This is an optimization exercise on Yosys and OpenROAD, whose aim is small area, not a production implementation.
Only simulation tests tie the RTL to the original design; equivalence was not proved.
Power is estimated from default activity; no workload was simulated.

Design zmr8_fltch, start of the top module:
module zmr8_fltch (
    input  wire        clk,
    input  wire        rst,             
    input  wire [3:0]  pkt,             
    input  wire        pkt_ovr,         
    input  wire        clamp_i,         
    input  wire        sync,            
    input  wire [1:0]  cfg_preset,      
    input  wire [1:0]  cfg_rank,        
    input  wire [23:0] cfg_calg,        
    input  wire [23:0] cfg_calo,        
    input  wire [1:0]  cfg_then,        
    input  wire [1:0]  cfg_th0_mode,
    input  wire [23:0] cfg_th0_level,
    input  wire [15:0] cfg_th0_hyst,    
    input  wire [15:0] cfg_th0_dur,
    input  wire [1:0]  cfg_th1_mode,
    input  wire [23:0] cfg_th1_level,
    input  wire [15:0] cfg_th1_hyst,
    input  wire [15:0] cfg_th1_dur,
    output reg         out_valid,
    output reg  [23:0] out_value,
    output reg         out_ovr,
    output reg         out_disturb,
    output reg         out_settling,
    output reg         out_clamped,
    output wire [1:0]  th_active,
    output reg  [1:0]  th_rise,
    output reg  [1:0]  th_fall,
    output reg  [15:0] th0_count,
    output reg  [15:0] th1_count
);
Settings: LEC_CHECK=0, ABC_AREA=1, CAP_MARGIN=20, CORE_MARGIN=2, CORE_UTILIZATION=75, PLACE_DENSITY=0.85, SLEW_MARGIN=20, SYNTH_HIERARCHICAL=1; clock period 20.0 ns.
standard.sh (not shown) runs the stock make flow with config.mk's settings and CLKGATE_MAP_FILE= SYNTH_SCRIPT=/design/flow/synth_recipe.tcl, a recipe that flattens the netlist after the stock synthesis.
==> flow/flow/run.sh <==
#!/bin/bash
# Layout: the standard flow (standard.sh, its synthesis unchanged), with
# two changes: the port buffers are the smallest buffer (buf_1), and clock
# tree synthesis uses sink clusters of 14 on clkbuf_8 buffers and
# inserts no dummy loads. The tools' output goes to standard.log and to the
# ORFS logs under orfs/logs.
export BUFFER_PORTS_ARGS="-buffer_cell sky130_fd_sc_hd__buf_1"
export CTS_ARGS="-sink_clustering_enable -repair_clock_nets -buf_list {sky130_fd_sc_hd__clkbuf_8} -sink_clustering_size 14 -sink_clustering_max_diameter 60 -dont_use_dummy_load"
bash standard.sh > standard.log 2>&1
The starting point completed with no timing, DRC or antenna violations.
==> next run, changes <==
--- a/flow/flow/run.sh
+++ b/flow/flow/run.sh
@@ -4 +4 @@
-# tree synthesis uses sink clusters of 14 on clkbuf_8 buffers and
+# tree synthesis uses large sink clusters on clkbuf_16 leaf buffers and
@@ -8 +8 @@
-export CTS_ARGS="-sink_clustering_enable -repair_clock_nets -buf_list {sky130_fd_sc_hd__clkbuf_8} -sink_clustering_size 14 -sink_clustering_max_diameter 60 -dont_use_dummy_load"
+export CTS_ARGS="-sink_clustering_enable -repair_clock_nets -buf_list {sky130_fd_sc_hd__clkbuf_16} -sink_clustering_size 25 -sink_clustering_max_diameter 80 -dont_use_dummy_load"
CORE_UTILIZATION = 65   (was 75)
PLACE_DENSITY = 0.75   (was 0.85)
Clock-buffer cell count shrinks by 40.
Synthesized cell count is unchanged.
Clock power hardly moves.
Power shrinks by 3.0%.
Die area grows by 15%.
Setup slack improved by 0.057 ns.
Design area grows by 0.32%.
Cell count grows by 1.4%.
Non-clock buffer count grows by 7.
==> next run, changes <==
--- a/flow/flow/run.sh
+++ b/flow/flow/run.sh
@@ -8 +8 @@
-export CTS_ARGS="-sink_clustering_enable -repair_clock_nets -buf_list {sky130_fd_sc_hd__clkbuf_16} -sink_clustering_size 25 -sink_clustering_max_diameter 80 -dont_use_dummy_load"
+export CTS_ARGS="-sink_clustering_enable -repair_clock_nets -buf_list {sky130_fd_sc_hd__clkbuf_16} -sink_clustering_size 28 -sink_clustering_max_diameter 80 -dont_use_dummy_load"
CORE_UTILIZATION = 75   (was 65)
PLACE_DENSITY = 0.85   (was 0.75)
Setup slack got worse by 0.20 ns.
Flip-flop and latch count does not change.
Maximum frequency decreases by 1.1%.
Total power increases by 4.4%.
Via count increases by 5.6%.
Die area decreases by 13%.
Synthesized area stays the same.
Wire length increases by 7.2%.

========
Another version of the RTL of zmr8_fltch (not shown whole).
For scale: ~1100 flip-flops.
clock: 20.0 ns
lec_check: 0
abc_area: 1
cap_margin: 20
core_margin: 2
core_utilization: 65
gpl_timing_driven: 0
place_density: 0.75
slew_margin: 20
synth_hierarchical: 1
==> flow/flow/run.sh <==
#!/bin/bash
# Layout: the standard flow (standard.sh, its synthesis unchanged), with
# two changes: the port buffers are the smallest buffer (buf_1), and clock
# tree synthesis uses large sink clusters on clkbuf_16 leaf buffers and
# inserts no dummy loads; the buffers synthesis left are removed at the
# floorplan (placement is not timing-driven, which would remove them). The tools' output goes to standard.log and to the
# ORFS logs under orfs/logs.
export BUFFER_PORTS_ARGS="-buffer_cell sky130_fd_sc_hd__buf_1"
export REMOVE_ABC_BUFFERS=1
export CTS_ARGS="-sink_clustering_enable -repair_clock_nets -buf_list {sky130_fd_sc_hd__clkbuf_16} -sink_clustering_size 25 -sink_clustering_max_diameter 80 -dont_use_dummy_load"
bash standard.sh > standard.log 2>&1
The baseline finished clean.
Change:
==> flow/run.sh (new file) <==
#!/bin/bash
# synth_recipe.tcl (not shown) runs the flow's synth.tcl, then flattens the netlist and writes it again
# the make line also repeats each setting of config.mk as NAME=value (left out here)
make -C /OpenROAD-flow-scripts/flow DESIGN_CONFIG=/design/flow/config.mk WORK_HOME=/design/flow/orfs CLKGATE_MAP_FILE= SYNTH_SCRIPT=/design/flow/synth_recipe.tcl finish
Settings changed: CAP_MARGIN 20 to 0, CORE_UTILIZATION 65 to 40, CTS_BUF_LIST set to sky130_fd_sc_hd__clkbuf_16, CTS_CLUSTER_SIZE set to 30, PLACE_DENSITY 0.75 to not set, SLEW_MARGIN 20 to 0.
removed: flow/flow/run.sh
removed: flow/standard.sh
Result: Synthesized cell count stays the same. Core utilization came out lower by 23 points. Flip-flop and latch count is unchanged.
Change:
==> flow/flow/run.sh (new file) <==
#!/bin/bash
# Layout: the standard flow (standard.sh, its synthesis unchanged), with
# two changes: the port buffers are the smallest buffer (buf_1), and clock
# tree synthesis uses large sink clusters on clkbuf_16 leaf buffers and
# inserts no dummy loads. The tools' output goes to standard.log and to the
# ORFS logs under orfs/logs.
export BUFFER_PORTS_ARGS="-buffer_cell sky130_fd_sc_hd__buf_1"
export CTS_ARGS="-sink_clustering_enable -repair_clock_nets -buf_list {sky130_fd_sc_hd__clkbuf_16} -sink_clustering_size 25 -sink_clustering_max_diameter 80 -dont_use_dummy_load"
bash standard.sh > standard.log 2>&1
==> flow/standard.sh (new file) <==
#!/bin/bash
# synth_recipe.tcl (not shown) runs the flow's synth.tcl, then flattens the netlist and writes it again
# the make line also repeats each setting of config.mk as NAME=value (left out here)
make -C /OpenROAD-flow-scripts/flow DESIGN_CONFIG=/design/flow/config.mk WORK_HOME=/design/flow/orfs CLKGATE_MAP_FILE= SYNTH_SCRIPT=/design/flow/synth_recipe.tcl "${@:-finish}"
Settings changed: CAP_MARGIN 0 to 20, CORE_UTILIZATION 40 to 65, CTS_BUF_LIST sky130_fd_sc_hd__clkbuf_16 to not set, CTS_CLUSTER_SIZE 30 to not set, PLACE_DENSITY set to 0.75, SLEW_MARGIN 0 to 20.
removed: flow/run.sh
Clock-buffer cell count is lower by 68.
First-iteration DRC count rose by a quarter to a third.
Cell area came out lower by a little under a tenth.
Fmax climbs slightly.
Worst setup slack is better by 0.26 ns.
Routed wire length drops by a few percent.
Sequential share of layout area rose by 3.6 points.
Non-clock buffer count climbs by 5.
Change:
--- a/flow/flow/run.sh
+++ b/flow/flow/run.sh
@@ -6,4 +6,4 @@
 # ORFS logs under orfs/logs.
 export BUFFER_PORTS_ARGS="-buffer_cell sky130_fd_sc_hd__buf_1"
-export CTS_ARGS="-sink_clustering_enable -repair_clock_nets -buf_list {sky130_fd_sc_hd__clkbuf_16} -sink_clustering_size 25 -sink_clustering_max_diameter 80 -dont_use_dummy_load"
+export CTS_ARGS="-sink_clustering_enable -repair_clock_nets -buf_list {sky130_fd_sc_hd__clkbuf_16} -sink_clustering_size 18 -sink_clustering_max_diameter 60 -dont_use_dummy_load"
 bash standard.sh > standard.log 2>&1
The new run produced a clean layout; clock skew came out higher by 0.043 ns; maximum frequency is about the same; die area does not change; utilization came out higher by 0.96 points; synthesized area stays the same; design area came out higher slightly; final cell count came out higher slightly.
Change:
--- a/flow/flow/run.sh
+++ b/flow/flow/run.sh
@@ -6,4 +6,4 @@
 # ORFS logs under orfs/logs.
 export BUFFER_PORTS_ARGS="-buffer_cell sky130_fd_sc_hd__buf_1"
-export CTS_ARGS="-sink_clustering_enable -repair_clock_nets -buf_list {sky130_fd_sc_hd__clkbuf_16} -sink_clustering_size 18 -sink_clustering_max_diameter 60 -dont_use_dummy_load"
+export CTS_ARGS="-sink_clustering_enable -repair_clock_nets -buf_list {sky130_fd_sc_hd__clkbuf_16} -sink_clustering_size 25 -sink_clustering_max_diameter 80 -dont_use_dummy_load"
 bash standard.sh > standard.log 2>&1
Settings changed: GPL_TIMING_DRIVEN 0 to not set.
Effect:
- clock power goes down by 24%
- worst hold slack gets better by 0.044 ns
- count of clock-buffer cells in the layout fell by 33
- cell count is lower by 4.5%
- total power is lower by 11%
- design area went down by 3.1%
- setup slack gains 0.15 ns
- routed wire length drops by 16%
- combinational power is lower by 16%
- sequential share of layout area came out higher by 1.4 points
- sequential power barely changes

## what the ideal ports hide
The flow's constraints put no driver on any port. The routed layouts listed below were extracted and timed again, unchanged, in two steps.
Step 1 sets driving cells, clkbuf_16 on the clock port and buf_2 on the other inputs (assumed; they add their load-dependent delay and slew).
Step 2, shift: input delay + t, output delay - t, t = (earliest + latest rising clock arrival at the registers) / 2. This alone moves slack from input paths to output paths.
Slacks: ideal / step 1 / step 2; pairs: ideal / step 1.
run	t (ns)	slack for setup (ns)	worst setup path at the end	worst slew at a driven data input, ns
the first run of note 1	0.778	2.081 / 2.081 / 2.081	register to register	0.12
the second run of note 1	0.695	2.139 / 2.139 / 2.139	register to register	0.10
the third run of note 1	0.701	1.937 / 1.937 / 1.937	register to register	0.13
the first run of note 2	0.708	1.220 / 1.220 / 1.220	register to register	0.13
the second run of note 2	0.812	1.393 / 1.393 / 1.393	register to register	0.09
the third run of note 2	0.699	1.655 / 1.655 / 1.655	register to register	0.11
the fourth run of note 2	0.707	1.659 / 1.659 / 1.659	register to register	0.10
the fifth run of note 2	0.703	1.810 / 1.810 / 1.810	register to register	0.10
After both steps every run listed still meets setup and hold.
